This is an optimization exercise on Yosys and OpenROAD, whose aim is small area, a short achievable clock period and few clock cycles per item, not a production implementation. Where RTL was checked, it was by simulation tests only, not by an equivalence proof against the original. No functional check of the RTL was part of runs 2 to 4.

`flow/flow/run.sh`:
```
#!/bin/bash
# Own layout flow: the standard flow (standard.sh) unchanged, except that
# timing repair aims at a setup slack of 6.3 ns rather than 5 ns
# (SETUP_SLACK_MARGIN), so the layout is pushed below a 5 ns period.
# Log: layout.log (synthesis to final layout; ORFS's own logs are in orfs/logs).
set -euo pipefail
sed "s/SETUP_SLACK_MARGIN=5 /SETUP_SLACK_MARGIN=6.3 /" standard.sh > own_standard.sh
grep -q "SETUP_SLACK_MARGIN=6.3 " own_standard.sh
bash own_standard.sh > layout.log 2>&1
```
`flow/standard.sh`:
```
#!/bin/bash
# synth_recipe.tcl (not shown) runs the flow's synth.tcl, then flattens the netlist and writes it again
# the make line also repeats each setting of config.mk as NAME=value (left out here)
make -C /OpenROAD-flow-scripts/flow DESIGN_CONFIG=/design/flow/config.mk WORK_HOME=/design/flow/orfs CLKGATE_MAP_FILE= SYNTH_SCRIPT=/design/flow/synth_recipe.tcl "${@:-finish}"
```
`flow/config.mk`:
```
export PLATFORM = sky130hd
export DESIGN_NAME = gcm_pipe
export DESIGN_NICKNAME = gcm_pipe
export VERILOG_FILES = /design/flow/design.v
export SDC_FILE = /design/flow/constraint.sdc
export NUM_CORES = 8
export LEC_CHECK = 0
export ABC_AREA = 1
export CAP_MARGIN = 20
export CORE_MARGIN = 2
export CORE_UTILIZATION = 40
export PLACE_DENSITY = 0.5
export SETUP_SLACK_MARGIN = 5
export SLEW_MARGIN = 20
```
`flow/constraint.sdc`:
```
create_clock -name core_clock -period 10.0 [get_ports {clk}]
set_input_delay 2.0000 -clock core_clock [delete_from_list [all_inputs] [get_ports {clk}]]
set_output_delay 2.0000 -clock core_clock [all_outputs]
set_load 0.01 [all_outputs]
```
`flow/design.v`:
```
module aes_sbox_p1 (
    input  wire [7:0] a,
    output wire [3:0] m
);
    wire U0 = a[7], U1 = a[6], U2 = a[5], U3 = a[4], U4 = a[3], U5 = a[2], U6 = a[1], U7 = a[0];
    wire T7, T18, T19, M4, T3, T4, T13, T1, T5, T6, M1, M5, T2, T10, T24, M17, M14, T11, T15, M11, M15, M21, T20, T9, T12, T16, T17, M9, M6, M10, M19, T25, M23, T26, M8, T21, T22, M7, M18, T27, M12, M13, M22, T14, M3, T23, T8, M2, M16, M20, M25, M28, M27, M29, M37, M31, M32, M33, M38, M26, M24, M30, M39, M34, M35, M36, M40;
    assign T7 = U1 ^ U2;
    assign T18 = U3 ^ U7;
    assign T19 = T7 ^ T18;
    assign M4 = T19 & U7;
    assign T3 = U0 ^ U6;
    assign T4 = U3 ^ U5;
    assign T13 = T3 ^ T4;
    assign T1 = U0 ^ U3;
    assign T5 = U4 ^ U6;
    assign T6 = T1 ^ T5;
    assign M1 = T13 & T6;
    assign M5 = M4 ^ M1;
    assign T2 = U0 ^ U5;
    assign T10 = T6 ^ T7;
    assign T24 = T2 ^ T10;
    assign M17 = M5 ^ T24;
    assign M14 = T2 & T10;
    assign T11 = U1 ^ U5;
    assign T15 = T5 ^ T11;
    assign M11 = T1 & T15;
    assign M15 = M14 ^ M11;
    assign M21 = M17 ^ M15;
    assign T20 = T1 ^ T19;
    assign T9 = U7 ^ T7;
    assign T12 = U2 ^ U5;
    assign T16 = T5 ^ T12;
    assign T17 = T9 ^ T16;
    assign M9 = T20 & T17;
    assign M6 = T3 & T16;
    assign M10 = M9 ^ M6;
    assign M19 = M10 ^ M15;
    assign T25 = T20 ^ T17;
    assign M23 = M19 ^ T25;
    assign T26 = T3 ^ T16;
    assign M8 = T26 ^ M6;
    assign T21 = U6 ^ U7;
    assign T22 = T7 ^ T21;
    assign M7 = T22 & T9;
    assign M18 = M8 ^ M7;
    assign T27 = T1 ^ T12;
    assign M12 = T4 & T27;
    assign M13 = M12 ^ M11;
    assign M22 = M18 ^ M13;
    assign T14 = T6 ^ T11;
    assign M3 = T14 ^ M1;
    assign T23 = T2 ^ T22;
    assign T8 = U7 ^ T6;
    assign M2 = T23 & T8;
    assign M16 = M3 ^ M2;
    assign M20 = M16 ^ M13;
    assign M25 = M22 & M20;
    assign M28 = M23 ^ M25;
    assign M27 = M20 ^ M21;
    assign M29 = M28 & M27;
    assign M37 = M21 ^ M29;
    assign M31 = M20 & M23;
    assign M32 = M27 & M31;
    assign M33 = M27 ^ M25;
    assign M38 = M32 ^ M33;
    assign M26 = M21 ^ M25;
    assign M24 = M22 ^ M23;
    assign M30 = M26 & M24;
    assign M39 = M23 ^ M30;
    assign M34 = M21 & M22;
    assign M35 = M24 & M34;
    assign M36 = M24 ^ M25;
    assign M40 = M35 ^ M36;
    assign m = {M37, M38, M39, M40};
endmodule
module aes_sbox_p2 (
    input  wire [7:0] a,
    input  wire [3:0] m,
    output wire [7:0] y
);
    wire U0 = a[7], U1 = a[6], U2 = a[5], U3 = a[4], U4 = a[3], U5 = a[2], U6 = a[1], U7 = a[0];
    wire M37 = m[3], M38 = m[2], M39 = m[1], M40 = m[0];
    wire M42, M41, M45, T4, M62, M43, T5, T12, T16, M49, T1, M61, L5, L6, M44, T3, T13, M55, T7, T9, M50, T2, T21, T22, T23, M56, L1, L15, T11, T15, M52, T27, M53, L9, L24, S0, L0, L16, T6, M46, T8, M47, L3, L7, L26, S1, M63, T10, M54, M58, L4, L19, T18, T19, T20, M60, M48, L2, L11, L14, L28, S2, L21, S3, L20, T17, M51, L12, L22, S4, L10, L25, M57, L17, L29, S5, L13, M59, L8, L27, S6, L18, L23, S7;
    assign M42 = M37 ^ M39;
    assign M41 = M38 ^ M40;
    assign M45 = M42 ^ M41;
    assign T4 = U3 ^ U5;
    assign M62 = M45 & T4;
    assign M43 = M37 ^ M38;
    assign T5 = U4 ^ U6;
    assign T12 = U2 ^ U5;
    assign T16 = T5 ^ T12;
    assign M49 = M43 & T16;
    assign T1 = U0 ^ U3;
    assign M61 = M42 & T1;
    assign L5 = M49 ^ M61;
    assign L6 = M62 ^ L5;
    assign M44 = M39 ^ M40;
    assign T3 = U0 ^ U6;
    assign T13 = T3 ^ T4;
    assign M55 = M44 & T13;
    assign T7 = U1 ^ U2;
    assign T9 = U7 ^ T7;
    assign M50 = M38 & T9;
    assign T2 = U0 ^ U5;
    assign T21 = U6 ^ U7;
    assign T22 = T7 ^ T21;
    assign T23 = T2 ^ T22;
    assign M56 = M40 & T23;
    assign L1 = M50 ^ M56;
    assign L15 = M55 ^ L1;
    assign T11 = U1 ^ U5;
    assign T15 = T5 ^ T11;
    assign M52 = M42 & T15;
    assign T27 = T1 ^ T12;
    assign M53 = M45 & T27;
    assign L9 = M52 ^ M53;
    assign L24 = L15 ^ L9;
    assign S0 = L6 ^ L24;
    assign L0 = M61 ^ M62;
    assign L16 = M56 ^ L0;
    assign T6 = T1 ^ T5;
    assign M46 = M44 & T6;
    assign T8 = U7 ^ T6;
    assign M47 = M40 & T8;
    assign L3 = M47 ^ M55;
    assign L7 = M46 ^ L3;
    assign L26 = L7 ^ L9;
    assign S1 = ~(L16 ^ L26);
    assign M63 = M41 & T2;
    assign T10 = T6 ^ T7;
    assign M54 = M41 & T10;
    assign M58 = M43 & T3;
    assign L4 = M54 ^ M58;
    assign L19 = M63 ^ L4;
    assign T18 = U3 ^ U7;
    assign T19 = T7 ^ T18;
    assign T20 = T1 ^ T19;
    assign M60 = M37 & T20;
    assign M48 = M39 & U7;
    assign L2 = M46 ^ M48;
    assign L11 = M60 ^ L2;
    assign L14 = M52 ^ M61;
    assign L28 = L11 ^ L14;
    assign S2 = ~(L19 ^ L28);
    assign L21 = L1 ^ L7;
    assign S3 = L6 ^ L21;
    assign L20 = L0 ^ L1;
    assign T17 = T9 ^ T16;
    assign M51 = M37 & T17;
    assign L12 = M48 ^ M51;
    assign L22 = L3 ^ L12;
    assign S4 = L20 ^ L22;
    assign L10 = M53 ^ L4;
    assign L25 = L6 ^ L10;
    assign M57 = M39 & T19;
    assign L17 = M57 ^ L1;
    assign L29 = L11 ^ L17;
    assign S5 = L25 ^ L29;
    assign L13 = M50 ^ L0;
    assign M59 = M38 & T22;
    assign L8 = M51 ^ M59;
    assign L27 = L8 ^ L10;
    assign S6 = ~(L13 ^ L27);
    assign L18 = M58 ^ L8;
    assign L23 = L18 ^ L2;
    assign S7 = ~(L6 ^ L23);
    assign y = {S0, S1, S2, S3, S4, S5, S6, S7};
endmodule
module aes_half1 (
    input  wire [127:0] s,
    output wire [191:0] h         
);
    genvar g;
    generate
        for (g = 0; g < 16; g = g + 1) begin : g_sb
            wire [3:0] m;
            aes_sbox_p1 u_p1 (.a(s[127-8*g -: 8]), .m(m));
            assign h[191-12*g -: 12] = {s[127-8*g -: 8], m};
        end
    endgenerate
endmodule
module aes_half2 #(
    parameter LAST = 1            
) (
    input  wire [191:0] h,
    input  wire [127:0] rk,
    output wire [127:0] y,
    output wire [127:0] yl
);
    wire [127:0] sb;
    genvar g;
    generate
        for (g = 0; g < 16; g = g + 1) begin : g_sb
            aes_sbox_p2 u_p2 (.a(h[191-12*g -: 8]), .m(h[183-12*g -: 4]), .y(sb[127-8*g -: 8]));
        end
    endgenerate
    wire [127:0] sr;
    generate
        for (g = 0; g < 16; g = g + 1) begin : g_sr
            localparam integer C = g / 4;
            localparam integer R = g % 4;
            localparam integer S = 4 * ((C + R) % 4) + R;
            assign sr[127-8*g -: 8] = sb[127-8*S -: 8];
        end
    endgenerate
    function [7:0] xtime;
        input [7:0] b;
        xtime = {b[6:0], 1'b0} ^ (b[7] ? 8'h1b : 8'h00);
    endfunction
    function [31:0] mixcol;
        input [31:0] c;
        reg [7:0] a0, a1, a2, a3, t;
        begin
            a0 = c[31:24]; a1 = c[23:16]; a2 = c[15:8]; a3 = c[7:0];
            t = a0 ^ a1 ^ a2 ^ a3;
            mixcol[31:24] = a0 ^ t ^ xtime(a0 ^ a1);
            mixcol[23:16] = a1 ^ t ^ xtime(a1 ^ a2);
            mixcol[15:8]  = a2 ^ t ^ xtime(a2 ^ a3);
            mixcol[7:0]   = a3 ^ t ^ xtime(a3 ^ a0);
        end
    endfunction
    wire [127:0] mc = {mixcol(sr[127:96]), mixcol(sr[95:64]), mixcol(sr[63:32]), mixcol(sr[31:0])};
    assign y = mc ^ rk;
    generate
        if (LAST) begin : g_last
            assign yl = sr ^ rk;
        end else begin : g_nolast
            assign yl = 128'd0;
        end
    endgenerate
endmodule
module aes256_core (
    input  wire         clk,
    input  wire         hold,
    input  wire         inj,      
    input  wire         c_kaload, 
    input  wire         c_s1,     
    input  wire         c_s2,     
    input  wire         c_k0,     
    input  wire         c_toa,    
    input  wire [2:0]   c_rc,     
    input  wire [255:0] key,      
    input  wire [127:0] din,      
    output wire [127:0] res       
);
    reg  [191:0] p_a, p_b;        
    reg  [127:0] a_q, b_q;        
    reg  [127:0] ka, kb;
    reg  [31:0]  lw;
    reg  [15:0]  km;
    wire [191:0] p_a_d, p_b_d;
    wire [127:0] a_out, b_out, a_unused;
    aes_half1             u_a1 (.s(b_q), .h(p_a_d));
    aes_half2 #(.LAST(0)) u_a2 (.h(p_a), .rk(ka), .y(a_out), .yl(a_unused));
    aes_half1             u_b1 (.s(a_q), .h(p_b_d));
    aes_half2 #(.LAST(1)) u_b2 (.h(p_b), .rk(kb), .y(b_out), .yl(res));
    function [7:0] rcon;
        input [2:0] n;
        case (n)
            3'd0: rcon = 8'h01;
            3'd1: rcon = 8'h02;
            3'd2: rcon = 8'h04;
            3'd3: rcon = 8'h08;
            3'd4: rcon = 8'h10;
            3'd5: rcon = 8'h20;
            default: rcon = 8'h40;
        endcase
    endfunction
    wire [15:0]  km_d;
    wire [31:0]  kx_sub;
    genvar g;
    generate
        for (g = 0; g < 4; g = g + 1) begin : g_ksb
            aes_sbox_p1 u_k1 (.a(lw[31-8*g -: 8]), .m(km_d[15-4*g -: 4]));
            aes_sbox_p2 u_k2 (.a(lw[31-8*g -: 8]), .m(km[15-4*g -: 4]), .y(kx_sub[31-8*g -: 8]));
        end
    endgenerate
    wire [31:0]  kx_t = c_toa ? kx_sub : ({kx_sub[23:0], kx_sub[31:24]} ^ {rcon(c_rc), 24'd0});
    wire [127:0] kx_old = c_k0 ? key[255:128] : (c_toa ? ka : kb);
    wire [31:0]  o0 = kx_old[127:96];
    wire [31:0]  o1 = o0 ^ kx_old[95:64];
    wire [31:0]  o2 = o1 ^ kx_old[63:32];
    wire [31:0]  o3 = (kx_old[127:96] ^ kx_old[95:64]) ^ (kx_old[63:32] ^ kx_old[31:0]);
    wire [127:0] kx_new = {o0 ^ kx_t, o1 ^ kx_t, o2 ^ kx_t, o3 ^ kx_t};
    always @(posedge clk) begin
        if (!hold) begin
            p_a <= p_a_d;
            a_q <= a_out;
            p_b <= p_b_d;
            b_q <= inj ? (din ^ key[255:128]) : b_out;
            if (c_s1)
                km <= km_d;
            if (c_kaload) begin
                ka <= key[127:0];
                lw <= key[31:0];
            end else if (c_s2) begin
                lw <= kx_new[31:0];
                if (c_toa)
                    ka <= kx_new;
                else
                    kb <= kx_new;
            end
        end
    end
endmodule
module ghash_mul (
    input  wire         clk,
    input  wire         rst,
    input  wire         start,
    input  wire         fresh,
    input  wire [127:0] x,
    input  wire [127:0] h,
    output reg  [127:0] acc,
    output reg          busy,
    output wire         busy_n      
);
    localparam [127:0] R = {8'he1, 120'd0};
    localparam integer D = 19;
    function [127:0] mulx;
        input [127:0] v;
        mulx = (v >> 1) ^ (v[0] ? R : 128'd0);
    endfunction
    reg [113:0] xs;         
    reg [2:0]   cnt;
    wire [127:0] op = (fresh ? 128'd0 : acc) ^ x;
    wire [18:0] dig = start ? {op[13:0], 5'd0} : xs[18:0];
    reg [127:0] hk, accx, nxt;
    reg [127:0] t [0:31];
    integer k, n;
    always @(*) begin
        hk = h;
        for (k = 0; k < 32; k = k + 1)
            t[k] = 128'd0;
        for (k = 0; k < D; k = k + 1) begin
            t[k] = dig[18-k] ? hk : 128'd0;
            hk = mulx(hk);
        end
        accx = acc;
        for (k = 0; k < D; k = k + 1)
            accx = mulx(accx);
        t[D] = start ? 128'd0 : accx;
        for (n = 16; n >= 1; n = n / 2)
            for (k = 0; k < n; k = k + 1)
                t[k] = t[2*k] ^ t[2*k+1];
        nxt = t[0];
    end
    assign busy_n = !rst && (start || (busy && cnt != 3'd6));
    always @(posedge clk) begin
        if (rst) begin
            busy <= 1'b0;
            cnt  <= 3'd0;
        end else if (start) begin
            busy <= 1'b1;
            cnt  <= 3'd1;
        end else if (busy) begin
            cnt <= cnt + 3'd1;
            if (cnt == 3'd6)
                busy <= 1'b0;
        end
        if (start || busy)
            acc <= nxt;
        if (start)
            xs <= op[127:14];
        else
            xs <= xs >> D;
    end
endmodule
module gcm_pipe (
    input  wire         clk,
    input  wire         rst,
    input  wire         start,
    output wire         start_ready,
    input  wire [255:0] key,
    input  wire [9:0]   circuit,
    input  wire [63:0]  frame_count,
    input  wire         epoch,
    input  wire         link_role,
    input  wire [19:0]  len_bytes,
    input  wire         in_valid,
    output wire         in_ready,
    input  wire [127:0] in_data,
    output wire         out_valid,
    input  wire         out_ready,
    output wire [127:0] out_data,
    output wire         out_last
);
    localparam [1:0] J_NONE = 2'd0, J_H = 2'd1, J_CTR = 2'd2, J_J0 = 2'd3;
    reg         sr;                  
    reg [255:0] key_r;
    reg [9:0]   circ;
    reg [63:0]  fc;
    reg         lr, ep;
    reg [19:0]  len_r;
    reg         nz_r;                
    wire        accept = start && sr;
    wire [16:0] n_blk  = {1'b0, len_bytes[19:4]} + {16'd0, (len_bytes[3:0] != 4'd0)};
    reg         hq;                  
    reg [16:0]  jn;                  
    reg         jnz, j1;             
    reg         jq;                  
    reg [16:0]  jc;                  
    reg [4:0]   ph;                  
    reg         hold;                
    reg         c_kaload, c_s1, c_s2, c_k0, c_toa;
    reg [2:0]   c_rc;
    reg [1:0]   st0, st1, st2, st3;  
    reg         sv0, sv1, sv2, sv3;  
    reg         sl0, sl1, sl2, sl3;  
    wire [1:0]  job   = hq ? J_H : jnz ? J_CTR : jq ? J_J0 : J_NONE;
    wire        avail = hq || jnz || jq;
    wire        ph_w  = (ph == 5'd27) || (ph == 5'd31);
    wire        inj_w = !hold && ph_w && avail;
    wire        inj_x = !hold && (ph == 5'd0);
    wire        inj_y = !hold && (ph == 5'd1);
    wire        inj_z = !hold && (ph == 5'd2);
    wire        inj   = inj_w || inj_x || inj_y || inj_z;
    wire [127:0] din = (job == J_H) ? 128'd0
                     : {lr, 21'd0, circ, fc, (job == J_CTR) ? {15'd0, jc} : 32'd1};
    wire [127:0] aes_res;
    aes256_core u_aes (
        .clk(clk), .hold(hold), .inj(inj), .c_kaload(c_kaload), .c_s1(c_s1), .c_s2(c_s2),
        .c_k0(c_k0), .c_toa(c_toa), .c_rc(c_rc), .key(key_r), .din(din), .res(aes_res)
    );
    wire        lnd0 = (ph == 5'd27) && sv0;
    wire        lnd1 = (ph == 5'd0 || ph == 5'd28) && sv1;
    wire        lnd2 = (ph == 5'd1 || ph == 5'd29) && sv2;
    wire        lnd3 = (ph == 5'd2 || ph == 5'd30) && sv3;
    wire        land = !hold && (lnd0 || lnd1 || lnd2 || lnd3);
    wire [1:0]  land_t = lnd0 ? st0 : lnd1 ? st1 : lnd2 ? st2 : st3;
    wire        land_l = lnd0 ? sl0 : lnd1 ? sl1 : lnd2 ? sl2 : sl3;
    reg [127:0] ks0, ks1, ks2;
    reg         kf0, kf1, kf2;       
    reg [1:0]   kt0, kt1, kt2;       
    reg         kl0, kl1, kl2;       
    reg [1:0]   wp, rp;              
    wire         head_f  = (rp == 2'd0) ? kf0 : (rp == 2'd1) ? kf1 : kf2;
    wire [1:0]   head_t  = (rp == 2'd0) ? kt0 : (rp == 2'd1) ? kt1 : kt2;
    wire         head_l  = (rp == 2'd0) ? kl0 : (rp == 2'd1) ? kl1 : kl2;
    wire [127:0] head_ks = (rp == 2'd0) ? ks0 : (rp == 2'd1) ? ks1 : ks2;
    reg [127:0] h_r;
    reg [19:0]  len_g;               
    reg         cur_aad;             
    reg         g_aad;               
    reg         g_cdone;             
    reg         g_l;                 
    reg         g_tag;               
    reg         c_pend;              
    reg         c_last;              
    reg         st_aad, st_c, st_l;  
    wire [127:0] acc;
    wire         g_busy, g_busy_n;
    reg  [127:0] out_r;
    reg          ov, ol, ir;
    wire [127:0] aad_blk = {6'd0, circ, fc, 7'd0, ep, 40'd0};
    wire [127:0] len_blk = {64'd88, 41'd0, len_g, 3'd0};
    wire [127:0] g_x = st_aad ? aad_blk : st_c ? out_r : len_blk;
    ghash_mul u_gh (
        .clk(clk), .rst(rst), .start(st_aad || st_c || st_l), .fresh(st_aad),
        .x(g_x), .h(h_r), .acc(acc), .busy(g_busy), .busy_n(g_busy_n)
    );
    wire         take_in = ir && in_valid;
    wire         tag_ld  = head_f && (head_t == J_J0) && g_tag && !g_busy && !ov;
    wire         h_ld    = head_f && (head_t == J_H);
    wire         e_ld    = head_f && (head_t == J_NONE);
    wire         pop     = take_in || tag_ld || h_ld || e_ld;
    wire [3:0]   tail      = len_g[3:0];
    wire [127:0] keep_mask = (head_l && tail != 4'd0) ? ~({128{1'b1}} >> {tail, 3'd0})
                                                     : {128{1'b1}};
    wire        hq_n  = accept || (hq && !(inj && job == J_H));
    wire [16:0] jn_n  = accept ? n_blk : (inj && job == J_CTR) ? jn - 17'd1 : jn;
    wire        jq_n  = accept || (jq && !(inj && job == J_J0));
    wire [4:0]  ph_n  = hold ? ph
                      : (ph == 5'd27) ? (avail ? 5'd0 : 5'd28)
                      : (ph == 5'd31) ? (avail ? 5'd0 : 5'd31)
                      : ph + 5'd1;
    wire        sv0_n = inj_w || (sv0 && !(land && lnd0));
    wire        sv1_n = inj_x || (sv1 && !(land && lnd1));
    wire        sv2_n = inj_y || (sv2 && !(land && lnd2));
    wire        sv3_n = inj_z || (sv3 && !(land && lnd3));
    function [1:0] inc3;
        input [1:0] p;
        inc3 = (p == 2'd2) ? 2'd0 : p + 2'd1;
    endfunction
    wire        pop0 = pop && (rp == 2'd0), pop1 = pop && (rp == 2'd1), pop2 = pop && (rp == 2'd2);
    wire        put0 = land && (wp == 2'd0), put1 = land && (wp == 2'd1), put2 = land && (wp == 2'd2);
    wire        kf0_n = put0 || (kf0 && !pop0);
    wire        kf1_n = put1 || (kf1 && !pop1);
    wire        kf2_n = put2 || (kf2 && !pop2);
    wire [1:0]  kt0_n = put0 ? land_t : kt0;
    wire [1:0]  kt1_n = put1 ? land_t : kt1;
    wire [1:0]  kt2_n = put2 ? land_t : kt2;
    wire [1:0]  wp_n  = land ? inc3(wp) : wp;
    wire [1:0]  rp_n  = pop ? inc3(rp) : rp;
    wire        lnd_n = ((ph_n == 5'd27) && sv0_n) ||
                        ((ph_n == 5'd0 || ph_n == 5'd28) && sv1_n) ||
                        ((ph_n == 5'd1 || ph_n == 5'd29) && sv2_n) ||
                        ((ph_n == 5'd2 || ph_n == 5'd30) && sv3_n);
    wire        wfull_n = (wp_n == 2'd0) ? kf0_n : (wp_n == 2'd1) ? kf1_n : kf2_n;
    wire        hold_n  = lnd_n && wfull_n;
    wire        g_aad_n = h_ld || (g_aad && !st_aad);
    wire        g_cd_n  = h_ld ? nz_r : (g_cdone || (st_c && c_last));
    wire        g_l_n   = h_ld || (g_l && !st_l);
    wire        jobs_done = !hq && !jnz && !jq;
    wire        cp_n    = take_in || (c_pend && !st_c);
    wire        ov_n    = take_in || tag_ld || (ov && !out_ready);
    wire        hf_n    = (rp_n == 2'd0) ? kf0_n : (rp_n == 2'd1) ? kf1_n : kf2_n;
    wire [1:0]  ht_n    = (rp_n == 2'd0) ? kt0_n : (rp_n == 2'd1) ? kt1_n : kt2_n;
    wire        ir_n    = hf_n && (ht_n == J_CTR) && !ov_n && !cp_n;
    assign start_ready = sr;
    assign in_ready    = ir;
    assign out_valid   = ov;
    assign out_last    = ol;
    assign out_data    = out_r;
    always @(posedge clk) begin
        if (sr) begin
            key_r <= key;
            circ  <= circuit;
            fc    <= frame_count;
            lr    <= link_role;
            ep    <= epoch;
            len_r <= len_bytes;
        end
        if (accept) begin
            jc    <= 17'd2;
        end else if (inj && job == J_CTR) begin
            jc    <= jc + 17'd1;
        end
        if (inj_w) begin st0 <= job; sl0 <= j1; end
        if (inj_x) begin st1 <= job; sl1 <= j1; end
        if (inj_y) begin st2 <= job; sl2 <= j1; end
        if (inj_z) begin st3 <= job; sl3 <= j1; end
        if (put0) begin ks0 <= aes_res; kl0 <= land_l; end
        if (put1) begin ks1 <= aes_res; kl1 <= land_l; end
        if (put2) begin ks2 <= aes_res; kl2 <= land_l; end
        kt0 <= kt0_n;
        kt1 <= kt1_n;
        kt2 <= kt2_n;
        if (h_ld) begin
            h_r   <= head_ks;
            len_g <= len_r;
        end
        if (accept)
            nz_r <= (n_blk == 17'd0);
        if (ir)
            out_r <= (in_data ^ head_ks) & keep_mask;
        else if (tag_ld)
            out_r <= acc ^ head_ks;
        if (take_in || tag_ld)
            ol <= tag_ld;
        if (take_in)
            c_last <= head_l;
        jn  <= jn_n;
        jnz <= (jn_n != 17'd0);
        j1  <= (jn_n == 17'd1);
        if (rst) begin
            sr       <= 1'b1;
            hq       <= 1'b0;
            jq       <= 1'b0;
            jn       <= 17'd0;
            jnz      <= 1'b0;
            ph       <= 5'd31;
            hold     <= 1'b0;
            c_kaload <= 1'b0;
            c_s1     <= 1'b0;
            c_s2     <= 1'b0;
            c_k0     <= 1'b0;
            c_toa    <= 1'b0;
            c_rc     <= 3'd0;
            sv0      <= 1'b0;
            sv1      <= 1'b0;
            sv2      <= 1'b0;
            sv3      <= 1'b0;
            kf0      <= 1'b0;
            kf1      <= 1'b0;
            kf2      <= 1'b0;
            wp       <= 2'd0;
            rp       <= 2'd0;
            cur_aad  <= 1'b0;
            g_aad    <= 1'b0;
            g_cdone  <= 1'b0;
            g_l      <= 1'b0;
            g_tag    <= 1'b0;
            c_pend   <= 1'b0;
            st_aad   <= 1'b0;
            st_c     <= 1'b0;
            st_l     <= 1'b0;
            ov       <= 1'b0;
            ir       <= 1'b0;
        end else begin
            sr <= !accept && (sr || (jobs_done && cur_aad && ph >= 5'd2 && !(ph == 5'd2 && hold)));
            hq <= hq_n;
            jq <= jq_n;
            ph       <= ph_n;
            hold     <= hold_n;
            c_kaload <= (ph_n == 5'd0);
            c_s1     <= ph_n[0] && (ph_n <= 5'd25);
            c_s2     <= !ph_n[0] && (ph_n >= 5'd2) && (ph_n <= 5'd26);
            c_k0     <= (ph_n == 5'd2);
            c_toa    <= (ph_n[1:0] == 2'd0);
            c_rc     <= ph_n[4:2];
            sv0      <= sv0_n;
            sv1      <= sv1_n;
            sv2      <= sv2_n;
            sv3      <= sv3_n;
            kf0 <= kf0_n;
            kf1 <= kf1_n;
            kf2 <= kf2_n;
            wp  <= wp_n;
            rp  <= rp_n;
            cur_aad <= !accept && (cur_aad || st_aad);
            g_aad   <= g_aad_n;
            g_cdone <= g_cd_n;
            g_l     <= g_l_n;
            g_tag   <= st_l || (g_tag && !tag_ld);
            c_pend  <= cp_n;
            st_aad  <= !g_busy_n && g_aad_n;
            st_c    <= !g_busy_n && !g_aad_n && cp_n;
            st_l    <= !g_busy_n && !g_aad_n && !cp_n && g_cd_n && g_l_n;
            ov      <= ov_n;
            ir      <= ir_n;
        end
    end
endmodule
```
==> results of run 1 <==
[worst min-delay path, stage by stage, from the launching register on]
cell and delay (ns):
dfxtp_1 0.31, nand2_1 0.04, o21ai_0 0.05
[final timing paths]
path / to / slack [ns]
min reg2reg: u_gh.xs[34] / 0.40
min: u_gh.xs[34] / 0.40
max reg2reg: u_aes.b_q[12] / 6.21
max: u_aes.b_q[12] / 6.21
[layout by cell type, fill, tap and decap left out, types with 312 or more instances in the layout]
cell type            n
a21oi_1            313
buf_4              541
clkbuf_16          312
clkdlybuf4s50_1    478
edfxtp_1          2102
inv_1             2296
nand2_1          11506
nand2_2            324
nand3_1           2027
nor2_1            1202
o21ai_0            683
xnor2_1           2194
xor2_1            2902
[flip-flops by register name, indices dropped and copies added, names as in the netlist, 128 cells and up]
name,flops
ks2,128
u_aes.ka,128
u_aes.kb,128
u_aes.b_q,128
h_r,128
u_gh.acc,128
key_r,256
u_aes.a_q,128
ks1,128
out_r,128
ks0,128
u_aes.p_a,192
u_aes.p_b,192
[final cells by class]
type | count | area [sq um]
Multi-Input combinational cell | 22858 | 126000
Timing Repair Buffer | 1302 | 12700
Timing Repair inverter | 2 | 16.3
Fill cell | 50704 | 268000
Antenna cell | 95 | 238
Clock inverter | 180 | 2100
Clock buffer | 362 | 7940
Sequential cell | 2301 | 67100
Inverter | 2356 | 9010
Tap cell | 6681 | 8360
[cells by family after synthesis]
logic type,share of synthesized area (%)
flip-flops,33.3
adder cells (fa/ha/maj),0.515
XOR/XNOR,23.8
AO/OA/AOI/OAI,3.74
AND/OR/NAND/NOR,32.1
multiplexers,0.0595
buffers and inverters,6.50
[routing by layer]
metal,vias to the layer above,global-route usage (%)
met5,-,0
met4,38,24.4
met3,1986,8.75
met2,9930,58.3
met1,93277,51.9
li1,90796,-
[Yosys cell counts (8+ instances only)]
cell type      n
or2_1         21
xor2_2        39
nor2_2        16
nand2_4        8
clkbuf_1     462
clkinv_1       8
o22ai_1      128
a22oi_1       54
edfxtp_1    2102
and3_1        15
o31ai_1       14
nand2_2      113
xnor2_1     2314
o211ai_1      38
mux2i_1       12
xnor2_2       29
nand3_1     2080
nand2_1    11811
buf_4         35
inv_2         30
and2_1        56
nor4_1        12
buf_2        325
o21ai_0      734
o21bai_1      12
or2_2         95
buf_1        119
inv_1       2318
dfxtp_1      199
nand4_1      223
nand3_2       14
nand3b_1     144
ha_1          83
a22o_1        13
xor2_1      3038
o21ai_1       13
a21oi_1      316
clkbuf_2      35
o221ai_1       8
nor3_1        51
nor2_1      1251
a32o_1        10
nor3b_1       11
and2_0         8
[timing repair]
item                                    in CTS  in global routing
gates resized for setup                   1005                616
pin swaps                                   28                 53
setup buffers                              192                243
hold endpoints to repair                     0                  0
gates cloned                                31                 10
endpoints found under the setup margin     987                709
==> reports/qor.yml, run 1 <==
critical_path:
  critical-path-top-delay-family: "simple AND/OR/NAND/NOR gates"
  criticalPathCategory: "flip-flop to flip-flop"
  timing.rr.start: "u_aes.p_b[109]"
  critPathLaunchType: "flip-flop"
  slowest_stage: "nor2_4"
  worstPathRequired_ns: 10.73
  crit_path_max_incr_delay_ns: 0.50
  cp_num_cells: 18
  path_cells: "buf_4, xor2_2, nand2_1, nor2_1, nand3_1, nand2_1, nand2_1, nand2_1, inv_1, nand2_1, nand2_2, nand2_1, nand2_1, nand2_1, nand3_1, a21oi_1, nor2_1, nor2_4"
  crit_start: "u_aes.p_b[109]"
  crit_path_max_fanout: 5
  crit_arrival_ns: 4.52
  crit_buf_inv: 2
  endpoint_kind: "flip-flop"
  cpMostUsedCell: "nand2_1"
  r2r_cells: 18
timing:
  min_period_over_period_pct: 37.9
  max_clock_freq_mhz: 264
  skew_ns: 0.0871
  setup_ws_ns: 6.21
  finalSetupViolations: 0
  tns_ns: 0
  worst_hold_slack_ns: 0.398
  relSlewSlack_pct: 11.1
  hold_violations: 0
  rsz0062_at_grt: "yes"
  maxSlewViolCount: 0
  layout_min_cycle_time_ns: 3.79
  tightest_slew_ns: 1.32
detailed_routing:
  avgViaCountPerCell: 5.42
  wirelength_um: 1050000
  m1WireLength_um: 425000
  routedWlPerCell_um: 29.0
  top_layer_used: "met5"
  wl_met2_um: 436000
  drtPass1Iterations: 9
  drc_errors: 0
  wl_met3_um: 105000
  detail-route-antenna-nets: 0
  vias: 196027
  drtIter0Drc: 24961
min_path:
  hp-class: "flip-flop to flip-flop"
  hold-path-cell-count: 2
  min_from: "u_gh.xs[53]"
run_status:
  status: "timing/DRC/antenna clean"
clock_network:
  cts_hold_buf: 0
  root_buffer: "clkbuf_16"
  cts_tree: "done"
  numCtsBuffers: 299
  cts_max_level: 5
  clock_latency_ns: 1.04
  path_clk_slew_ns: 0.07
  cts.sinks: 2301
  cts_buffer_depth: 4
place:
  place_inst: 35024
  place_hpwl_um: 814000
  pre_cts_slack_ns: 4.26
  port_buffers: 616
  placed_cell_area_sq_um: 214000
  gp_congestion: 1.03
floorplanning:
  core_sq_um: 502000
  start_util_pct: 40.2
  die-width_um: 714
  pin_count: 617
  die_h_um: 714
  rows: 260
  die_area_sq_um: 510000
logic_synthesis:
  syn_inst: 28474
  ys_ff_latch: 2301
  ys_warn_count: 6
  synth_cell_type_count: 67
  seq_area_frac_synth_pct: 33.3
  yosysTopAreaCell: "edfxtp_1"
  syn_avg_cell_area_sq_um: 7.09
  syn-num-nets: 29042
  synth_edf_count: 2102
  synth_area_sq_um: 202000
  synth_top_area_share_pct: 31.3
  synthTopCellsByArea: "edfxtp_1 (31%), nand2_1 (22%), xor2_1 (13%)"
  async_flop_share_pct: 0
  synth_flop_cell: "edfxtp_1"
global_route:
  grt_first_pass_wirelength_um: 1400000
  grt_start_max_net_pins: 151
  antenna_found_initial: 115
  grt_pass1_vias: 174086
  grt_remaining_overflow: 0
  grtUsageTotal_pct: 39.3
run:
  cap_viol_max_count: 0
finish:
  drive_gt1_share_pct: 8.18
  instances_no_fill: 36137
  fin_nets: 29688
  design_area_sq_um: 234000
  areaGrowthSynthToFinish_pct: 15.9
  utilization_pct: 46.6
Testbench counts, summed over its fixed seeds: cycles 73,637, blocks 10,308.
==> inputs of run 2 (changes only) <==
--- a/flow/design.v
+++ b/flow/design.v
@@ -168,14 +168,160 @@
     assign y = {S0, S1, S2, S3, S4, S5, S6, S7};
 endmodule
+module aes_sbox_p1t (
+    input  wire [7:0]  a,
+    output wire [3:0]  m,
+    output wire [17:0] t
+);
+    wire U0 = a[7], U1 = a[6], U2 = a[5], U3 = a[4], U4 = a[3], U5 = a[2], U6 = a[1], U7 = a[0];
+    wire T7, T18, T19, M4, T3, T4, T13, T1, T5, T6, M1, M5, T2, T10, T24, M17, M14, T11, T15, M11, M15, M21, T20, T9, T12, T16, T17, M9, M6, M10, M19, T25, M23, T26, M8, T21, T22, M7, M18, T27, M12, M13, M22, T14, M3, T23, T8, M2, M16, M20, M25, M28, M27, M29, M37, M31, M32, M33, M38, M26, M24, M30, M39, M34, M35, M36, M40;
+    assign T7 = U1 ^ U2;
+    assign T18 = U3 ^ U7;
+    assign T19 = T7 ^ T18;
+    assign M4 = T19 & U7;
+    assign T3 = U0 ^ U6;
+    assign T4 = U3 ^ U5;
+    assign T13 = T3 ^ T4;
+    assign T1 = U0 ^ U3;
+    assign T5 = U4 ^ U6;
+    assign T6 = T1 ^ T5;
+    assign M1 = T13 & T6;
+    assign M5 = M4 ^ M1;
+    assign T2 = U0 ^ U5;
+    assign T10 = T6 ^ T7;
+    assign T24 = T2 ^ T10;
+    assign M17 = M5 ^ T24;
+    assign M14 = T2 & T10;
+    assign T11 = U1 ^ U5;
+    assign T15 = T5 ^ T11;
+    assign M11 = T1 & T15;
+    assign M15 = M14 ^ M11;
+    assign M21 = M17 ^ M15;
+    assign T20 = T1 ^ T19;
+    assign T9 = U7 ^ T7;
+    assign T12 = U2 ^ U5;
+    assign T16 = T5 ^ T12;
+    assign T17 = T9 ^ T16;
+    assign M9 = T20 & T17;
+    assign M6 = T3 & T16;
+    assign M10 = M9 ^ M6;
+    assign M19 = M10 ^ M15;
+    assign T25 = T20 ^ T17;
+    assign M23 = M19 ^ T25;
+    assign T26 = T3 ^ T16;
+    assign M8 = T26 ^ M6;
+    assign T21 = U6 ^ U7;
+    assign T22 = T7 ^ T21;
+    assign M7 = T22 & T9;
+    assign M18 = M8 ^ M7;
+    assign T27 = T1 ^ T12;
+    assign M12 = T4 & T27;
+    assign M13 = M12 ^ M11;
+    assign M22 = M18 ^ M13;
+    assign T14 = T6 ^ T11;
+    assign M3 = T14 ^ M1;
+    assign T23 = T2 ^ T22;
+    assign T8 = U7 ^ T6;
+    assign M2 = T23 & T8;
+    assign M16 = M3 ^ M2;
+    assign M20 = M16 ^ M13;
+    assign M25 = M22 & M20;
+    assign M28 = M23 ^ M25;
+    assign M27 = M20 ^ M21;
+    assign M29 = M28 & M27;
+    assign M37 = M21 ^ M29;
+    assign M31 = M20 & M23;
+    assign M32 = M27 & M31;
+    assign M33 = M27 ^ M25;
+    assign M38 = M32 ^ M33;
+    assign M26 = M21 ^ M25;
+    assign M24 = M22 ^ M23;
+    assign M30 = M26 & M24;
+    assign M39 = M23 ^ M30;
+    assign M34 = M21 & M22;
+    assign M35 = M24 & M34;
+    assign M36 = M24 ^ M25;
+    assign M40 = M35 ^ M36;
+    assign m = {M37, M38, M39, M40};
+    assign t = {T1, T2, T3, T4, T6, T8, T9, T10, T13, T15, T16, T17, T19, T20, T22, T23, T27, U7};
+endmodule
+module aes_sbox_p2t (
+    input  wire [3:0]  m,
+    input  wire [17:0] t,
+    output wire [7:0]  y
+);
+    wire M37 = m[3], M38 = m[2], M39 = m[1], M40 = m[0];
+    wire T1 = t[17], T2 = t[16], T3 = t[15], T4 = t[14], T6 = t[13], T8 = t[12], T9 = t[11], T10 = t[10], T13 = t[9], T15 = t[8], T16 = t[7], T17 = t[6], T19 = t[5], T20 = t[4], T22 = t[3], T23 = t[2], T27 = t[1], U7 = t[0];
+    wire M42, M41, M45, M62, M43, M49, M61, L5, L6, M44, M55, M50, M56, L1, L15, M52, M53, L9, L24, S0, L0, L16, M46, M47, L3, L7, L26, S1, M63, M54, M58, L4, L19, M60, M48, L2, L11, L14, L28, S2, L21, S3, L20, M51, L12, L22, S4, L10, L25, M57, L17, L29, S5, L13, M59, L8, L27, S6, L18, L23, S7;
+    assign M42 = M37 ^ M39;
+    assign M41 = M38 ^ M40;
+    assign M45 = M42 ^ M41;
+    assign M62 = M45 & T4;
+    assign M43 = M37 ^ M38;
+    assign M49 = M43 & T16;
+    assign M61 = M42 & T1;
+    assign L5 = M49 ^ M61;
+    assign L6 = M62 ^ L5;
+    assign M44 = M39 ^ M40;
+    assign M55 = M44 & T13;
+    assign M50 = M38 & T9;
+    assign M56 = M40 & T23;
+    assign L1 = M50 ^ M56;
+    assign L15 = M55 ^ L1;
+    assign M52 = M42 & T15;
+    assign M53 = M45 & T27;
+    assign L9 = M52 ^ M53;
+    assign L24 = L15 ^ L9;
+    assign S0 = L6 ^ L24;
+    assign L0 = M61 ^ M62;
+    assign L16 = M56 ^ L0;
+    assign M46 = M44 & T6;
+    assign M47 = M40 & T8;
+    assign L3 = M47 ^ M55;
+    assign L7 = M46 ^ L3;
+    assign L26 = L7 ^ L9;
+    assign S1 = ~(L16 ^ L26);
+    assign M63 = M41 & T2;
+    assign M54 = M41 & T10;
+    assign M58 = M43 & T3;
+    assign L4 = M54 ^ M58;
+    assign L19 = M63 ^ L4;
+    assign M60 = M37 & T20;
+    assign M48 = M39 & U7;
+    assign L2 = M46 ^ M48;
+    assign L11 = M60 ^ L2;
+    assign L14 = M52 ^ M61;
+    assign L28 = L11 ^ L14;
+    assign S2 = ~(L19 ^ L28);
+    assign L21 = L1 ^ L7;
+    assign S3 = L6 ^ L21;
+    assign L20 = L0 ^ L1;
+    assign M51 = M37 & T17;
+    assign L12 = M48 ^ M51;
+    assign L22 = L3 ^ L12;
+    assign S4 = L20 ^ L22;
+    assign L10 = M53 ^ L4;
+    assign L25 = L6 ^ L10;
+    assign M57 = M39 & T19;
+    assign L17 = M57 ^ L1;
+    assign L29 = L11 ^ L17;
+    assign S5 = L25 ^ L29;
+    assign L13 = M50 ^ L0;
+    assign M59 = M38 & T22;
+    assign L8 = M51 ^ M59;
+    assign L27 = L8 ^ L10;
+    assign S6 = ~(L13 ^ L27);
+    assign L18 = M58 ^ L8;
+    assign L23 = L18 ^ L2;
+    assign S7 = ~(L6 ^ L23);
+    assign y = {S0, S1, S2, S3, S4, S5, S6, S7};
+endmodule
 module aes_half1 (
     input  wire [127:0] s,
-    output wire [191:0] h         
+    output wire [351:0] h         
 );
     genvar g;
     generate
         for (g = 0; g < 16; g = g + 1) begin : g_sb
-            wire [3:0] m;
-            aes_sbox_p1 u_p1 (.a(s[127-8*g -: 8]), .m(m));
-            assign h[191-12*g -: 12] = {s[127-8*g -: 8], m};
+            aes_sbox_p1t u_p1 (.a(s[127-8*g -: 8]), .m(h[333-22*g -: 4]), .t(h[351-22*g -: 18]));
         end
     endgenerate
@@ -184,5 +330,5 @@
     parameter LAST = 1            
 ) (
-    input  wire [191:0] h,
+    input  wire [351:0] h,
     input  wire [127:0] rk,
     output wire [127:0] y,
@@ -193,5 +339,5 @@
     generate
         for (g = 0; g < 16; g = g + 1) begin : g_sb
-            aes_sbox_p2 u_p2 (.a(h[191-12*g -: 8]), .m(h[183-12*g -: 4]), .y(sb[127-8*g -: 8]));
+            aes_sbox_p2t u_p2 (.m(h[333-22*g -: 4]), .t(h[351-22*g -: 18]), .y(sb[127-8*g -: 8]));
         end
     endgenerate
@@ -245,10 +391,10 @@
     output wire [127:0] res       
 );
-    reg  [191:0] p_a, p_b;        
+    reg  [351:0] p_a, p_b;        
     reg  [127:0] a_q, b_q;        
     reg  [127:0] ka, kb;
     reg  [31:0]  lw;
     reg  [15:0]  km;
-    wire [191:0] p_a_d, p_b_d;
+    wire [351:0] p_a_d, p_b_d;
     wire [127:0] a_out, b_out, a_unused;
     aes_half1             u_a1 (.s(b_q), .h(p_a_d));
@@ -388,4 +534,5 @@
     localparam [1:0] J_NONE = 2'd0, J_H = 2'd1, J_CTR = 2'd2, J_J0 = 2'd3;
     reg         sr;                  
+    reg         sr_p;                
     reg [255:0] key_r;
     reg [9:0]   circ;
@@ -453,4 +600,5 @@
     reg  [127:0] out_r;
     reg          ov, ol, ir;
+    reg          ir_p;               
     wire [127:0] aad_blk = {6'd0, circ, fc, 7'd0, ep, 40'd0};
     wire [127:0] len_blk = {64'd88, 41'd0, len_g, 3'd0};
@@ -508,6 +656,6 @@
     wire [1:0]  ht_n    = (rp_n == 2'd0) ? kt0_n : (rp_n == 2'd1) ? kt1_n : kt2_n;
     wire        ir_n    = hf_n && (ht_n == J_CTR) && !ov_n && !cp_n;
-    assign start_ready = sr;
-    assign in_ready    = ir;
+    assign start_ready = sr_p;
+    assign in_ready    = ir_p;
     assign out_valid   = ov;
     assign out_last    = ol;
@@ -543,8 +691,6 @@
         if (accept)
             nz_r <= (n_blk == 17'd0);
-        if (ir)
-            out_r <= (in_data ^ head_ks) & keep_mask;
-        else if (tag_ld)
-            out_r <= acc ^ head_ks;
+        out_r <= out_r ^ (ir     ? (((in_data ^ head_ks) & keep_mask) ^ out_r)
+                        : tag_ld ? ((acc ^ head_ks) ^ out_r) : 128'd0);
         if (take_in || tag_ld)
             ol <= tag_ld;
@@ -556,4 +702,5 @@
         if (rst) begin
             sr       <= 1'b1;
+            sr_p     <= 1'b1;
             hq       <= 1'b0;
             jq       <= 1'b0;
@@ -588,6 +735,8 @@
             ov       <= 1'b0;
             ir       <= 1'b0;
+            ir_p     <= 1'b0;
         end else begin
-            sr <= !accept && (sr || (jobs_done && cur_aad && ph >= 5'd2 && !(ph == 5'd2 && hold)));
+            sr   <= !accept && (sr || (jobs_done && cur_aad && ph >= 5'd2 && !(ph == 5'd2 && hold)));
+            sr_p <= !(start && sr_p) && (sr_p || (jobs_done && cur_aad && ph >= 5'd2 && !(ph == 5'd2 && hold)));
             hq <= hq_n;
             jq <= jq_n;
@@ -620,4 +769,5 @@
             ov      <= ov_n;
             ir      <= ir_n;
+            ir_p    <= ir_n && (hf_n || ir_p);    
         end
     end
==> flow/flow/run.sh (replaced) <==
#!/bin/bash
# Own layout flow: the standard flow (standard.sh), with two changes:
#  - Yosys's final technology mapping (its abc call) uses flow/abc.script, an
#    area-oriented ABC script, in place of ORFS's. That step does not touch
#    the registers, so they are the standard synthesis's, with the same names.
#  - timing repair aims at a setup slack of 6.5 ns rather than 5 ns
#    (SETUP_SLACK_MARGIN), so the layout is pushed below a 5 ns period.
# Logs: synth.log (synthesis), layout.log (floorplan to final layout); ORFS's
# own logs are in orfs/logs.
set -euo pipefail
W=$(pwd)
cat > "$W/own_synth.tcl" <<EOF
proc abc {args} {
  set i [lsearch -exact \$args -script]
  if {\$i >= 0} {
    set args [lreplace \$args [expr {\$i + 1}] [expr {\$i + 1}] $W/flow/abc.script]
  }
  puts "own flow: abc \$args"
  yosys abc {*}\$args
}
source $W/synth_recipe.tcl
EOF
sed "s#$W/synth_recipe.tcl#$W/own_synth.tcl#g; s/SETUP_SLACK_MARGIN=5 /SETUP_SLACK_MARGIN=6.5 /" standard.sh > own_standard.sh
grep -q own_synth.tcl own_standard.sh
grep -q "SETUP_SLACK_MARGIN=6.5 " own_standard.sh
bash own_standard.sh synth > synth.log 2>&1
grep -q "own flow: abc -script $W/flow/abc.script" orfs/logs/*/gcm_pipe/base/1_2_yosys.log
bash own_standard.sh > layout.log 2>&1
==> flow/flow/abc.script (new file) <==
&get -n
&st
&dch
&nf
&put
buffer -c
topo
stime -c
upsize -c
dnsize -c
--- a/flow/config.mk
+++ b/flow/config.mk
@@ -9,6 +9,6 @@
 export CAP_MARGIN = 20
 export CORE_MARGIN = 2
-export CORE_UTILIZATION = 40
-export PLACE_DENSITY = 0.5
+export CORE_UTILIZATION = 42
+export PLACE_DENSITY = 0.52
 export SETUP_SLACK_MARGIN = 5
 export SLEW_MARGIN = 20
==> run 2 against run 1 <==
Final cell count decreased by 32%. Register-to-register slack improved by 0.05 ns. Core utilization increased by 4.9 points. Largest cell class unchanged. Sequential cell count increased by 322. Routed wire length decreased by 24%.
==> reports/qor.yml, run 2 <==
run_status:
  status: "timing/DRC/antenna clean"
floorplanning:
  die-width_um: 659
  die_area_sq_um: 434000
  core_sq_um: 427000
  die_h_um: 659
  start_util_pct: 42.2
  pin_count: 617
  rows: 240
detailed_routing:
  drtPass1Iterations: 6
  m1WireLength_um: 299000
  wirelength_um: 795000
  wl_met3_um: 64700
  drc_errors: 0
  top_layer_used: "met5"
  detail-route-antenna-nets: 0
  avgViaCountPerCell: 5.49
  routedWlPerCell_um: 32.5
  drtIter0Drc: 16680
  vias: 134538
  wl_met2_um: 354000
global_route:
  grt_start_max_net_pins: 161
  antenna_found_initial: 78
  grtUsageTotal_pct: 35.2
  grt_first_pass_wirelength_um: 1060000
  grt_remaining_overflow: 0
  grt_pass1_vias: 126124
timing:
  setup_ws_ns: 6.24
  skew_ns: 0.0593
  max_clock_freq_mhz: 266
  rsz0062_at_grt: "yes"
  finalSetupViolations: 0
  maxSlewViolCount: 0
  worst_hold_slack_ns: 0.413
  hold_violations: 0
  tns_ns: 0
  tightest_slew_ns: 1.31
  relSlewSlack_pct: 12.3
  min_period_over_period_pct: 37.6
  layout_min_cycle_time_ns: 3.76
logic_synthesis:
  synth_adder_area_share_pct: 0.577
  synth_cell_type_count: 84
  yosysTopAreaCell: "edfxtp_1"
  ys_warn_count: 6
  synth_xor_area_share_pct: 37.7
  synth_edf_count: 2294
  synthTopCellsByCount: "xnor2_1 (4395), nand2_1 (3684), edfxtp_1 (2294)"
  synth_top_area_share_pct: 38.2
  synth_mux_area_share_pct: 1.83
  async_flop_share_pct: 0
  ys_ff_latch: 2623
  synth_area_sq_um: 180000
  synthTopCellsByArea: "edfxtp_1 (38%), xnor2_1 (21%), xor2_1 (10%)"
  synthSimpleGateAreaFrac_pct: 11.5
  syn_avg_cell_area_sq_um: 10.3
  syn_inst: 17470
  yosysMostFrequentCell: "xnor2_1"
  synth_compound_area_share_pct: 4.32
  seq_area_frac_synth_pct: 41.9
  syn-num-nets: 18038
  synth_flop_cell: "edfxtp_1"
  synth_top_family_by_area: "XOR/XNOR gates"
finish:
  fin_nets: 19064
  areaGrowthSynthToFinish_pct: 22.2
  instances_no_fill: 24507
  layout_common_cells: "xnor2_1 (4006), nand2_1 (3627), edfxtp_1 (2294)"
  design_area_sq_um: 220000
  utilization_pct: 51.5
  drive_gt1_share_pct: 16.3
  final_common_cell: "xnor2_1"
  reg_top3: "u_aes.p_a (352), u_aes.p_b (352), key_r (256)"
critical_path:
  critical-path-top-delay-family: "flip-flops"
  crit_buf_inv: 1
  slowest_stage: "edfxtp_1"
  endpoint_kind: "output port"
  crit_arrival_ns: 1.76
  crit_path_max_fanout: 1
  r2r_cells: 13
  crit_path_max_incr_delay_ns: 0.57
  cp_num_cells: 1
  criticalPathCategory: "flip-flop to output port"
  worstPathRequired_ns: 8.00
  critPathLaunchType: "flip-flop"
  path_cells: "buf_6"
place:
  port_buffers: 616
  place_inst: 23131
  gp_congestion: 0.987
  placed_cell_area_sq_um: 193000
  place_hpwl_um: 569000
  pre_cts_slack_ns: 4.67
clock_network:
  cts.sinks: 2623
  cts_tree: "done"
  path_clk_slew_ns: 0.06
  cts_buffer_depth: 4
  cts_max_level: 5
  numCtsBuffers: 313
  clock_latency_ns: 0.98
  root_buffer: "clkbuf_16"
min_path:
  hp-class: "flip-flop to flip-flop"
  hold-path-cell-count: 0
run:
  cap_viol_max_count: 0
## run 2: cell types whose count changed after synthesis, moves of 317 or more
cell,before,now
nand2_1,11811,3684
xor2_1,3038,2123
inv_1,2318,185
xnor2_1,2314,4395
nand3_1,2080,40
buf_2,325,8
nor2_1,1251,817
o21ai_0,734,271
xnor3_1,3,398
## run 2: timing repair
| item | in CTS | in global routing |
|---|---|---|
| hold buffers | 0 | 0 |
| resized for setup | 1862 | 578 |
| setup endpoints to repair | 1379 | 661 |
| cloned | 42 | 12 |
| buffers inserted | 374 | 309 |
| pin swaps | 189 | 293 |
## run 2: path summary, 6_finish.rpt
check             slack (ns)         start            to
hold / removal          0.41      len_r[6]      len_g[6]
setup reg to reg        6.26  u_aes.lw[23]  u_aes.lw[21]
hold reg to reg         0.41      len_r[6]      len_g[6]
setup / recovery        6.24            ol      out_last
## run 2: final cells by class
class | instances | area, sq um
fill | 38631 | 207000
clock buffer | 397 | 8520
tap | 5687 | 7120
sequential | 2623 | 75900
antenna | 66 | 165
timing repair buffer | 1549 | 15600
clock inverter | 176 | 1900
inverter | 186 | 751
multi-input combinational | 13823 | 110000
## run 2: cell families after synthesis
kind of cell | after synthesis
xor+xnor | 7005
simple gates | 5133
flops | 2623
compound gates | 1282
buf+inv | 1048
mux | 296
fa+ha+maj | 83
## run 2: worst register-to-register path, cell delays in order (launching register included)
cell,delay (ns)
edfxtp_1,0.39
buf_6,0.15
xor2_4,0.26
buf_6,0.14
xnor3_1,0.34
nor2_2,0.19
xnor2_2,0.17
buf_4,0.15
xor3_2,0.50
buf_12,0.17
mux2i_4,0.26
xnor2_4,0.23
xnor2_2,0.22
mux2_4,0.30
## run 2: layer usage
metal  GRT usage, %  vias to the layer above
met5              0                        -
met4           27.4                       20
met3           5.75                     1821
met2           54.7                     6902
met1           43.8                    66442
li1               -                    59353
==> inputs of run 3 (changes only) <==
--- a/flow/design.v
+++ b/flow/design.v
@@ -395,5 +395,5 @@
     reg  [127:0] ka, kb;
     reg  [31:0]  lw;
-    reg  [15:0]  km;
+    reg  [87:0]  km;
     wire [351:0] p_a_d, p_b_d;
     wire [127:0] a_out, b_out, a_unused;
@@ -414,11 +414,11 @@
         endcase
     endfunction
-    wire [15:0]  km_d;
+    wire [87:0]  km_d;
     wire [31:0]  kx_sub;
     genvar g;
     generate
         for (g = 0; g < 4; g = g + 1) begin : g_ksb
-            aes_sbox_p1 u_k1 (.a(lw[31-8*g -: 8]), .m(km_d[15-4*g -: 4]));
-            aes_sbox_p2 u_k2 (.a(lw[31-8*g -: 8]), .m(km[15-4*g -: 4]), .y(kx_sub[31-8*g -: 8]));
+            aes_sbox_p1t u_k1 (.a(lw[31-8*g -: 8]), .m(km_d[69-22*g -: 4]), .t(km_d[87-22*g -: 18]));
+            aes_sbox_p2t u_k2 (.m(km[69-22*g -: 4]), .t(km[87-22*g -: 18]), .y(kx_sub[31-8*g -: 8]));
         end
     endgenerate
@@ -693,6 +693,5 @@
         out_r <= out_r ^ (ir     ? (((in_data ^ head_ks) & keep_mask) ^ out_r)
                         : tag_ld ? ((acc ^ head_ks) ^ out_r) : 128'd0);
-        if (take_in || tag_ld)
-            ol <= tag_ld;
+        ol    <= tag_ld || (ol && !take_in);
         if (take_in)
             c_last <= head_l;
==> run 3 against run 2 <==
First-iteration DRC count down 11%. Sequential share of layout area up 1.6 points. Core utilization decreased by 1.4 points. Global-route usage down 2.1 points. Non-clock buffer count decreased by 266. Fmax about the same. Routed wire length is 5.6% lower. Worst hold slack got worse by 0.0035 ns. Sequential cell count up 72. Critical endpoint is now u_aes.b_q[5].
==> reports/qor.yml, run 3 <==
logic_synthesis:
  ys_warn_count: 6
  yosysTopAreaCell: "edfxtp_1"
  synth_flop_cell: "edfxtp_1"
  synth_area_sq_um: 182000
  seq_area_frac_synth_pct: 42.7
  synthTopCellsByArea: "edfxtp_1 (39%), xnor2_1 (21%), xor2_1 (10%)"
  synth_edf_count: 2365
  synth_cell_type_count: 68
  synthTopCellsByCount: "xnor2_1 (4412), nand2_1 (3701), edfxtp_1 (2365)"
  syn_inst: 17556
  syn_avg_cell_area_sq_um: 10.3
  ys_ff_latch: 2695
  syn-num-nets: 18124
  yosysMostFrequentCell: "xnor2_1"
  synth_top_area_share_pct: 39.1
  async_flop_share_pct: 0
floorplanning:
  core_sq_um: 431000
  die_h_um: 662
  rows: 241
  start_util_pct: 42.2
  die-width_um: 662
  die_area_sq_um: 438000
  pin_count: 617
timing:
  maxSlewViolCount: 0
  tns_ns: 0
  max_clock_freq_mhz: 265
  skew_ns: 0.0670
  tightest_slew_ns: 1.25
  finalSetupViolations: 0
  hold_violations: 0
  min_period_over_period_pct: 37.7
  relSlewSlack_pct: 16.4
  rsz0062_at_grt: "yes"
  layout_min_cycle_time_ns: 3.77
finish:
  layout_common_cells: "xnor2_1 (4152), nand2_1 (3653), edfxtp_1 (2365)"
  drive_gt1_share_pct: 13.3
  fin_nets: 18888
  reg_top3: "u_aes.p_a (352), u_aes.p_b (352), key_r (256)"
  final_common_cell: "xnor2_1"
  areaGrowthSynthToFinish_pct: 18.9
  instances_no_fill: 24354
critical_path:
  crit_arrival_ns: 4.44
  worstPathRequired_ns: 10.67
  endpoint_kind: "flip-flop"
  critPathLaunchType: "flip-flop"
  crit_path_max_fanout: 4
  criticalPathCategory: "flip-flop to flip-flop"
clock_network:
  cts_max_level: 5
  clock_latency_ns: 1.00
  cts_buffer_depth: 4
  cts.sinks: 2695
  path_clk_slew_ns: 0.06
  root_buffer: "clkbuf_16"
  numCtsBuffers: 325
  cts_tree: "done"
global_route:
  grt_start_max_net_pins: 159
  grt_pass1_vias: 123996
  antenna_found_initial: 77
  grt_first_pass_wirelength_um: 1010000
  grtUsageTotal_pct: 33.1
  grt_remaining_overflow: 0
place:
  port_buffers: 616
  place_inst: 23248
  place_hpwl_um: 549000
  gp_congestion: 0.955
detailed_routing:
  detail-route-antenna-nets: 0
  drtIter0Drc: 14858
  routedWlPerCell_um: 30.8
  wirelength_um: 751000
  vias: 131854
  drc_errors: 0
  avgViaCountPerCell: 5.41
  drtPass1Iterations: 6
run:
  cap_viol_max_count: 0
run_status:
  status: "timing/DRC/antenna clean"
min_path:
  hp-class: "flip-flop to flip-flop"
[run 3: cell count changes in the layout (fill, tap and decap cells not counted), moves of 26 or more]
cell	change
xnor2_1	+146
edfxtp_1	+71
xor2_1	+32
a21oi_1	+76
xnor2_4	-49
buf_6	-30
buf_4	-217
nand2_1	+26
xnor2_2	-66
xor2_4	-35
[run 3: area by class of cell]
type                    count  area [sq um]
well taps                5710          7140
inverters                 203           808
clock inverters           182          1980
repair inverters            2          17.5
diodes                     51           128
flip-flops and latches   2695         78000
fillers                 39297        215000
multi-input cells       13810        106000
repair buffers           1283         12800
clock buffers             418          8710
[run 3: logic make-up (layout without fill, tap and decap cells)]
group | after synthesis | after routing | share of synthesized area [%]
other cells | 0 | 51 | 0
compound gates | 1302 | 1309 | 4.28
flops | 2695 | 2695 | 42.7
xor+xnor | 6979 | 6979 | 37.1
buf+inv | 1064 | 2088 | 2.22
fa+ha+maj | 83 | 83 | 0.572
simple gates | 5146 | 5152 | 11.4
mux | 287 | 287 | 1.70
[run 3: worst paths after layout]
check / start / end / slack (ns) / depth (start not counted)
max: u_aes.p_b[199] / u_aes.b_q[5] / 6.23 / 9
min: len_r[12] / len_g[12] / 0.41 / 0
max reg2reg: u_aes.p_b[199] / u_aes.b_q[5] / 6.23 / 9
min reg2reg: len_r[12] / len_g[12] / 0.41 / 0
[run 3: per-stage QoR]
| step | util (%) | hold WS (ns) | cell area [sq um] | worst slack, ns |
|---|---|---|---|---|
| 6_report | 50.1 | 0.410 | 216000 | 6.23 |
| 5_1_grt | 50.1 | 0.422 | 216000 | 6.17 |
| 4_1_cts | 49.0 | 0.410 | 211000 | 6.36 |
| 3_5_place_dp | 45.0 | 0.404 | 194000 | 4.61 |
| 3_3_place_gp | 45.0 | 0.396 | 194000 | 4.50 |
| 2_1_floorplan | - | 0.392 | 182000 | 4.39 |
[run 3: worst max-delay path, stage by stage, from the launching register on]
cell and delay, ns:
edfxtp_1 0.49, xor2_1 0.21, nand2_1 0.16, xnor3_1 0.47
xnor2_1 0.18, xnor2_1 0.56, xnor2_1 0.29, xnor2_1 0.31
xor2_2 0.21, o21ai_1 0.58
[run 3: what timing repair did]
item | in CTS | in global routing
hold buffers | 0 | 0
endpoints found under the setup margin | 1361 | 857
setup buffers | 225 | 195
gates cloned | 22 | 12
resized for setup | 1552 | 437
pin swaps | 118 | 211
[run 3: layer usage]
layer  up-vias  share of wire (%)  GRT usage, %
li1      59129                  -             -
met1     65171                 39          42.2
met2      6052                 45          52.6
met3      1478                7.7          5.07
met4        24                7.9          21.0
met5         -              0.018             0
==> inputs of run 4 (changes only) <==
==> flow/flow/abc.script (replaced) <==
&get -n
&st
&dch
&nf -R 1000
&put
buffer -c
topo
stime -c
upsize -c
dnsize -c
==> run 4 against run 3 <==
Register-to-register slack worse by 0.17 ns. Via count is 0.77% higher. Final cell count is 0.80% higher. Still clean. Count of clock-buffer cells in the layout is 9 lower. Critical path depth is 7 higher.
==> reports/qor.yml, run 4 <==
finish:
  final_common_cell: "xnor2_1"
  areaGrowthSynthToFinish_pct: 22.3
  fillCellCount: 37495
  reg_top3: "u_aes.p_a (352), u_aes.p_b (352), key_r (256)"
  design_area_sq_um: 216000
  utilization_pct: 51.7
  drive_gt1_share_pct: 14.9
  instances_no_fill: 24549
  fin_nets: 19284
  layout_common_cells: "xnor2_1 (4155), nand2_1 (3755), edfxtp_1 (2365)"
logic_synthesis:
  ys_warn_count: 6
  async_flop_share_pct: 0
  yosysMostFrequentCell: "xnor2_1"
  seq_area_frac_synth_pct: 44.0
  synth_edf_count: 2365
  yosysTopAreaCell: "edfxtp_1"
  synth_cell_type_count: 66
  ys_ff_latch: 2695
  syn_inst: 17719
  syn_avg_cell_area_sq_um: 9.95
  synth_area_sq_um: 176000
  synthTopCellsByCount: "xnor2_1 (4680), nand2_1 (3784), xor2_1 (2371)"
  synthTopCellsByArea: "edfxtp_1 (40%), xnor2_1 (23%), xor2_1 (12%)"
  syn-num-nets: 18287
  synth_top_area_share_pct: 40.3
  synth_flop_cell: "edfxtp_1"
global_route:
  antenna_found_initial: 72
  grt_remaining_overflow: 0
  grt_first_pass_wirelength_um: 992000
  grt_pass1_vias: 125129
  grtUsageTotal_pct: 33.2
  grt_start_max_net_pins: 253
timing:
  tightest_slew_ns: 1.37
  maxSlewViolCount: 0
  rsz0062_at_grt: "yes"
  min_period_over_period_pct: 39.3
  skew_ns: 0.0791
  finalSetupViolations: 0
  hold_violations: 0
  layout_min_cycle_time_ns: 3.93
  tns_ns: 0
  max_clock_freq_mhz: 254
  relSlewSlack_pct: 8.08
min_path:
  hp-class: "flip-flop to flip-flop"
  hold-path-cell-count: 2
floorplanning:
  pin_count: 617
  die-width_um: 652
  core_sq_um: 417000
  die_area_sq_um: 425000
  die_h_um: 652
  start_util_pct: 42.2
  rows: 237
clock_network:
  root_buffer: "clkbuf_16"
  cts_tree: "done"
  clock_latency_ns: 0.99
  cts_max_level: 5
  numCtsBuffers: 322
  cts.sinks: 2695
  cts_hold_buf: 0
  path_clk_slew_ns: 0.06
  cts_buffer_depth: 4
critical_path:
  worstPathRequired_ns: 10.70
  crit_arrival_ns: 4.63
  critPathLaunchType: "flip-flop"
  r2r_cells: 16
  crit_path_max_fanout: 4
  endpoint_kind: "flip-flop"
  criticalPathCategory: "flip-flop to flip-flop"
detailed_routing:
  detail-route-antenna-nets: 0
  routedWlPerCell_um: 29.7
  avgViaCountPerCell: 5.41
  drc_errors: 0
  drtIter0Drc: 15095
  vias: 132864
  drtPass1Iterations: 6
  wirelength_um: 729000
place:
  placed_cell_area_sq_um: 189000
  port_buffers: 616
  place_hpwl_um: 532000
  gp_congestion: 0.987
  place_inst: 23222
run_status:
  status: "timing/DRC/antenna clean"
run:
  cap_viol_max_count: 0
## run 4: cell count changes in the layout (fill, tap and decap cells not counted), moves of 39 or more
cell,change
buf_4,+204
nand2_1,+102
nor2_1,+90
nor2b_1,-55
o21ai_0,+39
xnor2_2,+156
xnor2_4,+86
xnor3_1,-266
xnor3_2,-113
xor2_1,+209
xor2_4,+55
## run 4: layout make-up
| class | count | area [sq um] | area share [%] |
|---|---|---|---|
| sequential | 2695 | 78000 | 36.2 |
| tap | 5497 | 6880 | 3.19 |
| inverter | 207 | 820 | 0.380 |
| multi-input combinational | 13997 | 105000 | 48.8 |
| antenna | 66 | 165 | 0.0766 |
| clock inverter | 185 | 1960 | 0.907 |
| clock buffer | 409 | 8610 | 3.99 |
| timing repair buffer | 1493 | 14000 | 6.51 |
## run 4: per-layer routing
| layer | vias to the layer above | GRT usage (%) | wire length (um) |
|---|---|---|---|
| li1 | 59510 | - | - |
| met5 | - | 0 | 87 |
| met2 | 6268 | 52.4 | 329000 |
| met4 | 12 | 19.4 | 52700 |
| met3 | 1440 | 5.24 | 59900 |
| met1 | 65634 | 43.1 | 287000 |
## run 4: path summary, 6_finish.rpt
kind / start / slack [ns] / to
setup / recovery: u_aes.km[1] / 6.07 / u_aes.ka[5]
hold / removal: u_gh.xs[21] / 0.40 / u_gh.xs[2]
setup reg to reg: u_aes.km[1] / 6.07 / u_aes.ka[5]
hold reg to reg: u_gh.xs[21] / 0.40 / u_gh.xs[2]
## run 4: stage by stage
stage,hold slack [ns],setup WS (ns)
CTS,0.394,6.18
global route,0.427,6.06
finish,0.396,6.07
floorplan,0.392,4.46
detailed placement,0.403,4.77
global placement,0.402,4.70
## run 4: cells by family after synthesis
kind of cell             count (synthesis)  synth area share [%]
XOR/XNOR                              7108                  35.6
AND/OR/NAND/NOR                       5210                  11.7
flip-flops                            2695                  44.0
AO/OA/AOI/OAI                         1357                  4.54
buffers and inverters                 1051                  2.24
multiplexers                           215                  1.31
adder cells (fa/ha/maj)                 83                 0.589
## run 4: worst max-delay path, stage by stage (launching register included)
cell and delay, ns:
edfxtp_1 0.46, xor2_2 0.29, buf_4 0.16, buf_6 0.09, nand2_4 0.04, xor2_1 0.18, xor2_1 0.23, xor2_1 0.25
xnor2_2 0.18, mux2i_4 0.35, xor2_4 0.30, xnor2_1 0.15, buf_4 0.23, xnor2_2 0.14, buf_6 0.17, xnor2_4 0.11
mux2_4 0.30
## run 4: timing repair
action,4_1_cts,5_1_grt
endpoints found under the setup margin,1134,850
cloned,29,2
hold endpoints to repair,0,0
pin swaps,258,284
setup buffers,362,274
resized for setup,1814,435

[what the ideal ports hide]
The results above use ideal ports. As a check the final layouts listed here were re-extracted and re-timed, cells and wires unchanged.
Step 1 (the two cells are an assumption about what drives the block):
set clk [get_ports {clk}]
set_driving_cell -lib_cell sky130_fd_sc_hd__clkbuf_16 $clk
set_driving_cell -lib_cell sky130_fd_sc_hd__buf_2 [delete_from_list [all_inputs] $clk]
Step 2 also shifts input and output timing later by t, the mid clock arrival at the registers, as if the neighbouring blocks saw the same clock.
Three values: no drivers, after step 1, after step 2; two values: the first two.
run	shift t [ns]	slack for setup (ns)	cell pins on the clock port's net
run 1	1.140	6.214 / 6.106 / 5.396	1
run 2	1.095	6.236 / 6.106 / 5.366	1
run 3	1.088	6.232 / 6.104 / 5.016	1
run 4	1.089	6.066 / 6.066 / 5.357	1
After both steps setup and hold are still met in every run listed. For run 3, which loses most, drivers alone change the setup slack by -0.128 ns; drivers and shift together by -1.216 ns.
